This is an optimization exercise on Yosys and OpenROAD, whose aim is small area and a short achievable clock period, not a production implementation.
Where RTL was checked, it was by simulation tests only, not by an equivalence proof against the original.
The flow treats the clock pin as an ideal source, which a real chip does not have.

== run Z ==
Design ecc_bch_codec, start of the top module:
module ecc_bch_codec (
    input  wire        clk,
    input  wire        rst,           
    input  wire        in_valid,
    input  wire [63:0] in_wdata,      
    input  wire [63:0] in_rdata,      
    input  wire [15:0] in_rcheck,     
    output reg         out_valid,
    output reg  [15:0] out_wcheck,    
    output reg  [63:0] out_data,      
    output reg         out_ce,        
    output reg         out_ue,        
    output reg  [1:0]  out_nbits      
);
export LEC_CHECK = 0
export CAP_MARGIN = 20
export CORE_MARGIN = 2
export CORE_UTILIZATION = 40
export SLEW_MARGIN = 20
export SYNTH_HIERARCHICAL = 1
export SYNTH_MINIMUM_KEEP_SIZE = 0
create_clock -name core_clock -period 34.0 [get_ports {clk}]
standard.sh (not shown) runs the stock make flow with config.mk's settings and CLKGATE_MAP_FILE= SYNTH_SCRIPT=/design/flow/synth_recipe.tcl, a recipe that flattens the netlist after the stock synthesis.
==> flow/flow/run.sh <==
#!/bin/bash
# Own layout flow: the standard ORFS flow (standard.sh, unchanged synthesis),
# with a setup-slack target for OpenROAD's timing repair and a small buffer cell
# for the port buffers. Everything else is as the standard flow's layout.
set -euo pipefail
MARGIN=$(cat flow/margin.txt)
bash standard.sh \
  "SETUP_SLACK_MARGIN=${MARGIN}" \
  "BUFFER_PORTS_ARGS=-buffer_cell sky130_fd_sc_hd__buf_1" \
  finish > orfs_make.log 2>&1
==> flow/flow/margin.txt <==
25.5
### run Z -> run G
- a change of CORE_UTILIZATION from 40 to 65
Compared with run Z, run G ends up with less cell area.
Count of clock-buffer cells in the layout delta for run G relative to run Z: 1 lower
Run Z -> run G: total number of sequential cells delta 0, exact match
Function was not checked in any run of this note: the RTL went through the layout flow alone.

---

Another version of the RTL of ecc_bch_codec (not shown whole).
For scale: roughly 1300 cells after synthesis, ~230 I/O pins, about 12000 um^2 of cells after synthesis.
clock: 34.0 ns
lec_check: 0
cap_margin: 20
core_margin: 2
core_utilization: 40
slew_margin: 20
synth_hierarchical: 1
synth_minimum_keep_size: 0
==> flow/flow/run.sh <==
#!/bin/bash
# Own layout flow: the standard ORFS flow (standard.sh, unchanged synthesis),
# with a setup-slack target for OpenROAD's timing repair and a small buffer cell
# for the port buffers. Everything else is as the standard flow's layout.
set -euo pipefail
MARGIN=$(cat flow/margin.txt)
bash standard.sh \
  "SETUP_SLACK_MARGIN=${MARGIN}" \
  "BUFFER_PORTS_ARGS=-buffer_cell sky130_fd_sc_hd__buf_2" \
  finish > orfs_make.log 2>&1
==> flow/flow/margin.txt <==
25.6
The baseline finished with timing, DRC and antenna clean.
Next try:
==> flow/flow/run.sh (replaced) <==
#!/bin/bash
# Own layout flow: the standard ORFS flow (standard.sh, so the synthesis is
# the standard one), with these changes to how the layout is made:
#  - OpenROAD's timing repair aims at the setup slack in flow/margin.txt;
#  - the port buffers are sky130_fd_sc_hd__buf_1;
#  - any further make variables listed in flow/extra.txt (one per line).
# The full make/ORFS output goes to orfs_make.log; ORFS keeps each step's log
# under orfs/logs/.
set -euo pipefail
MARGIN=$(cat flow/margin.txt)
EXTRA=()
if [[ -f flow/extra.txt ]]; then
  while IFS= read -r line; do [[ -n "$line" ]] && EXTRA+=("$line"); done < flow/extra.txt
fi
bash standard.sh \
  "SETUP_SLACK_MARGIN=${MARGIN}" \
  "BUFFER_PORTS_ARGS=-buffer_cell sky130_fd_sc_hd__buf_1" \
  "${EXTRA[@]}" \
  finish > orfs_make.log 2>&1
==> flow/flow/extra.txt (new file) <==
CTS_ARGS=-sink_clustering_enable -repair_clock_nets -dont_use_dummy_load
==> flow/flow/margin.txt (replaced) <==
25.3
Result: Register-to-register slack degrades by 0.03 ns; via count falls by about 0.9%; worst setup slack is worse by 0.24 ns; die area does not change; cell count came out lower by about 1%.
Next try:
==> flow/flow/run.sh (replaced) <==
#!/bin/bash
# Own layout flow: the standard ORFS flow (standard.sh, unchanged synthesis),
# with a setup-slack target for OpenROAD's timing repair and a small buffer cell
# for the port buffers. Everything else is as the standard flow's layout.
set -euo pipefail
MARGIN=$(cat flow/margin.txt)
bash standard.sh \
  "SETUP_SLACK_MARGIN=${MARGIN}" \
  "BUFFER_PORTS_ARGS=-buffer_cell sky130_fd_sc_hd__buf_1" \
  finish > orfs_make.log 2>&1
removed: flow/flow/extra.txt
The new run went through all stages and came out clean.
Worst setup slack is better by 0.017 ns.
Fmax hardly moves.
Sequential share of layout area came out lower by 0.39 points.

---

Setup of oak:
Another version of the RTL of ecc_bch_codec (not shown whole).
For scale: roughly 1500 cells after synthesis, about 230 flip-flops, about 230 I/O pins.
export LEC_CHECK = 0
export CAP_MARGIN = 20
export CORE_MARGIN = 2
export CORE_UTILIZATION = 40
export SLEW_MARGIN = 20
create_clock -name core_clock -period 34.0 [get_ports {clk}]
run.sh (not shown) runs the stock make flow with config.mk's settings and CLKGATE_MAP_FILE= SYNTH_SCRIPT=/design/flow/synth_recipe.tcl, a recipe that flattens the netlist after the stock synthesis.
Stock flow here: none of the scripts above is used.
Here is what was changed in the inputs of pine compared with oak.
==> flow/flow/run.sh (new file) <==
#!/bin/bash
# Own layout flow: the standard ORFS flow (standard.sh, unchanged synthesis),
# with a setup-slack target for OpenROAD's timing repair and a small buffer cell
# for the port buffers. Everything else is as the standard flow's layout.
set -euo pipefail
MARGIN=$(cat flow/margin.txt)
bash standard.sh \
  "SETUP_SLACK_MARGIN=${MARGIN}" \
  "BUFFER_PORTS_ARGS=-buffer_cell sky130_fd_sc_hd__buf_1" \
  finish > orfs_make.log 2>&1
==> flow/flow/margin.txt (new file) <==
26.5
==> flow/standard.sh (new file) <==
#!/bin/bash
# synth_recipe.tcl (not shown) runs the flow's synth.tcl, then flattens the netlist and writes it again
# the make line also repeats each setting of config.mk as NAME=value (left out here)
make -C /OpenROAD-flow-scripts/flow DESIGN_CONFIG=/design/flow/config.mk WORK_HOME=/design/flow/orfs CLKGATE_MAP_FILE= SYNTH_SCRIPT=/design/flow/synth_recipe.tcl "${@:-finish}"
removed: flow/run.sh
Results
- The highest metal layer with signal wires comes out met5 in one run and met4 in the other, namely in oak and pine respectively.
- oak → pine: number of ordinary and repair buffers in the finished layout has increased, total instance count after detailed placement has remained practically unchanged, standard cell area after detailed placement has decreased.
- Total number of cells along the worst setup path on pine is down relative to oak.
- A type of the worst setup path of reg -> out is what pine shows, while reg -> reg belongs to oak.
- pine: arrival time reported for the critical path endpoint lower than oak
- oak has a lower total global-route track usage than pine.
- Sort pine and oak by number of standard cells in the final layout excluding fillers, descending, and pine comes first.
- Delta (pine minus oak): sequential cell area higher; first-iteration DRC count +312; smallest setup slack after layout increased by 2840 ps relative to the old numbers.
No functional check of the RTL was part of any run of this note.

---

RTL: one of the versions met above, not the one the previous note started from.
Size in the first run: roughly 1300 cells after synthesis, ~180 flip-flops, ~230 I/O pins, roughly 0.012 sq mm of cells after synthesis.
==> flow/config.mk <==
export PLATFORM = sky130hd
export DESIGN_NAME = ecc_bch_codec
export DESIGN_NICKNAME = ecc_bch_codec
export VERILOG_FILES = /design/flow/design.v
export SDC_FILE = /design/flow/constraint.sdc
export NUM_CORES = 4
export LEC_CHECK = 0
export CAP_MARGIN = 20
export CORE_MARGIN = 2
export CORE_UTILIZATION = 40
export SLEW_MARGIN = 20
export SYNTH_HIERARCHICAL = 1
export SYNTH_MINIMUM_KEEP_SIZE = 0
==> flow/constraint.sdc <==
create_clock -name core_clock -period 34.0 [get_ports {clk}]
set_input_delay 6.8000 -clock core_clock [delete_from_list [all_inputs] [get_ports {clk}]]
set_output_delay 6.8000 -clock core_clock [all_outputs]
set_load 0.01 [all_outputs]
standard.sh (not shown) runs the stock make flow with config.mk's settings and CLKGATE_MAP_FILE= SYNTH_SCRIPT=/design/flow/synth_recipe.tcl, a recipe that flattens the netlist after the stock synthesis.
==> flow/flow/run.sh <==
#!/bin/bash
# Own layout flow: the standard ORFS flow (standard.sh, so the synthesis is
# the standard one), with these changes to how the layout is made:
#  - OpenROAD's timing repair aims at the setup slack in flow/margin.txt;
#  - the port buffers are sky130_fd_sc_hd__buf_1;
#  - any further make variables listed in flow/extra.txt (one per line);
#  - flow/post_cts.tcl, if present, runs at the end of ORFS's CTS step.
# The full make/ORFS output goes to orfs_make.log; ORFS keeps each step's log
# under orfs/logs/.
set -euo pipefail
MARGIN=$(cat flow/margin.txt)
EXTRA=()
if [[ -f flow/extra.txt ]]; then
  while IFS= read -r line; do [[ -n "$line" ]] && EXTRA+=("$line"); done < flow/extra.txt
fi
if [[ -f flow/post_cts.tcl ]]; then
  EXTRA+=("POST_CTS_TCL=$PWD/flow/post_cts.tcl")
fi
bash standard.sh \
  "SETUP_SLACK_MARGIN=${MARGIN}" \
  "BUFFER_PORTS_ARGS=-buffer_cell sky130_fd_sc_hd__buf_1" \
  "${EXTRA[@]}" \
  finish > orfs_make.log 2>&1
==> flow/flow/extra.txt <==
CTS_ARGS=-sink_clustering_enable -repair_clock_nets -buf_list sky130_fd_sc_hd__clkbuf_8 -dont_use_dummy_load
==> flow/flow/margin.txt <==
25.3
==> flow/flow/post_cts.tcl <==
# After CTS: a leaf clock buffer of the small type that drives many flip-flops
# is swapped for the larger clock buffer, to keep the flip-flop clock slew low.
set changed 0
foreach inst [get_cells clkbuf_*] {
  if {[get_property $inst ref_name] ne "sky130_fd_sc_hd__clkbuf_8"} { continue }
  set out [get_pins -of_objects $inst -filter "direction==output"]
  set n [llength [get_pins -of_objects [get_nets -of_objects $out] -filter "direction==input"]]
  if {$n >= 18} {
    puts "post_cts: [get_full_name $inst] drives $n pins, now sky130_fd_sc_hd__clkbuf_16"
    replace_cell $inst sky130_fd_sc_hd__clkbuf_16
    incr changed
  }
}
if {$changed} { detailed_placement }
The baseline passed the timing, DRC and antenna checks.
==> next run, changes <==
==> flow/flow/margin.txt (replaced) <==
25.0
Clock-buffer cell count is unchanged.
Setup slack gets worse by 0.078 ns.
==> next run, changes <==
==> flow/flow/run.sh (replaced) <==
#!/bin/bash
# Own layout flow: the standard ORFS flow (standard.sh, unchanged synthesis),
# with a setup-slack target for OpenROAD's timing repair and a small buffer cell
# for the port buffers. Everything else is as the standard flow's layout.
set -euo pipefail
MARGIN=$(cat flow/margin.txt)
bash standard.sh \
  "SETUP_SLACK_MARGIN=${MARGIN}" \
  "BUFFER_PORTS_ARGS=-buffer_cell sky130_fd_sc_hd__buf_1" \
  finish > orfs_make.log 2>&1
==> flow/flow/margin.txt (replaced) <==
25.6
removed: flow/flow/extra.txt
removed: flow/flow/post_cts.tcl
Design area rises by 6.9%.
Setup slack gains 0.29 ns.
Sequential cell count stays the same.
Count of clock-buffer cells in the layout is unchanged.
Via count goes up by 0.78%.
Utilization rises by 3.2 points.
Register-to-register slack loses 0.09 ns.
Wire length rises by 1.2%.
==> next run, changes <==
==> flow/flow/run.sh (replaced) <==
#!/bin/bash
# Own layout flow: the standard ORFS flow (standard.sh, so the synthesis is
# the standard one), with these changes to how the layout is made:
#  - OpenROAD's timing repair aims at the setup slack in flow/margin.txt;
#  - the port buffers are sky130_fd_sc_hd__buf_1;
#  - any further make variables listed in flow/extra.txt (one per line);
#  - flow/post_cts.tcl, if present, runs at the end of ORFS's CTS step.
# The full make/ORFS output goes to orfs_make.log; ORFS keeps each step's log
# under orfs/logs/.
set -euo pipefail
MARGIN=$(cat flow/margin.txt)
EXTRA=()
if [[ -f flow/extra.txt ]]; then
  while IFS= read -r line; do [[ -n "$line" ]] && EXTRA+=("$line"); done < flow/extra.txt
fi
if [[ -f flow/post_cts.tcl ]]; then
  EXTRA+=("POST_CTS_TCL=$PWD/flow/post_cts.tcl")
fi
bash standard.sh \
  "SETUP_SLACK_MARGIN=${MARGIN}" \
  "BUFFER_PORTS_ARGS=-buffer_cell sky130_fd_sc_hd__buf_1" \
  "${EXTRA[@]}" \
  finish > orfs_make.log 2>&1
==> flow/flow/extra.txt (new file) <==
CTS_ARGS=-sink_clustering_enable -repair_clock_nets -buf_list sky130_fd_sc_hd__clkbuf_4 -root_buf sky130_fd_sc_hd__clkbuf_8 -dont_use_dummy_load
==> flow/flow/margin.txt (replaced) <==
25.3
==> flow/flow/post_cts.tcl (new file) <==
# After CTS: a leaf clock buffer that drives many flip-flops is swapped for a
# larger clock buffer, to keep the flip-flop clock slew low.
set changed 0
foreach inst [get_cells clkbuf_*] {
  set ref [get_property $inst ref_name]
  if {$ref ne "sky130_fd_sc_hd__clkbuf_4" && $ref ne "sky130_fd_sc_hd__clkbuf_8"} { continue }
  set out [get_pins -of_objects $inst -filter "direction==output"]
  set n [llength [get_pins -of_objects [get_nets -of_objects $out] -filter "direction==input"]]
  set new ""
  if {$n >= 18} { set new sky130_fd_sc_hd__clkbuf_16 } elseif {$n >= 9 && $ref eq "sky130_fd_sc_hd__clkbuf_4"} { set new sky130_fd_sc_hd__clkbuf_8 }
  if {$new ne ""} {
    puts "post_cts: [get_full_name $inst] drives $n pins, now $new"
    replace_cell $inst $new
    incr changed
  }
}
if {$changed} { detailed_placement }
=>
- The new run completed without violations
- flip-flop and latch count stays the same
- hold slack is worse by 0.022 ns
- via count drops slightly
- non-clock buffer count drops by 11
- routed wire length drops slightly
- synthesized cell count stays the same
- worst setup slack is worse by 0.25 ns

## re-timing with driven ports
In the flow no input, the clock included, has a driving cell. The finished layouts below were timed again as built, in two steps.
Step 1: set_driving_cell puts a clkbuf_16 on clk and a buf_2 on each other input, an assumption about the parent block.
Step 2, shift: input delay + t, output delay - t, t = (earliest + latest rising clock arrival at the registers) / 2. This alone moves slack from input paths to output paths.
Three values: ideal ports, drivers, drivers and shift; two values: the first two.
run | t (ns) | setup WS [ns] | worst register clock-pin slew, ns | worst slew at a driven data input, ns
run Z | 0.489 | 25.512 / 25.542 / 25.053 | 0.09 / 0.09 | 0.09
run G | 0.471 | 25.459 / 25.467 / 24.996 | 0.08 / 0.08 | 0.06
the first run of note 2 | 0.486 | 25.648 / 25.680 / 25.194 | 0.08 / 0.08 | 0.06
the second run of note 2 | 0.477 | 25.406 / 25.415 / 24.938 | 0.09 / 0.09 | 0.07
the third run of note 2 | 0.488 | 25.423 / 25.445 / 24.957 | 0.09 / 0.09 | 0.07
oak | 0.588 | 23.296 / 23.296 / 23.296 | 0.07 / 0.07 | 0.08
pine | 0.598 | 26.138 / 26.084 / 26.227 | 0.07 / 0.07 | 0.06
the first run of note 4 | 0.510 | 25.413 / 25.418 / 24.908 | 0.11 / 0.11 | 0.07
the second run of note 4 | 0.510 | 25.336 / 25.344 / 24.835 | 0.10 / 0.10 | 0.07
the third run of note 4 | 0.492 | 25.625 / 25.645 / 25.152 | 0.09 / 0.09 | 0.07
the fourth run of note 4 | 0.492 | 25.379 / 25.399 / 24.906 | 0.11 / 0.11 | 0.07
After both steps every run listed still meets setup and hold. For the first run of note 4, which loses most, drivers alone change the setup slack by +0.005 ns; drivers and shift together by -0.505 ns.
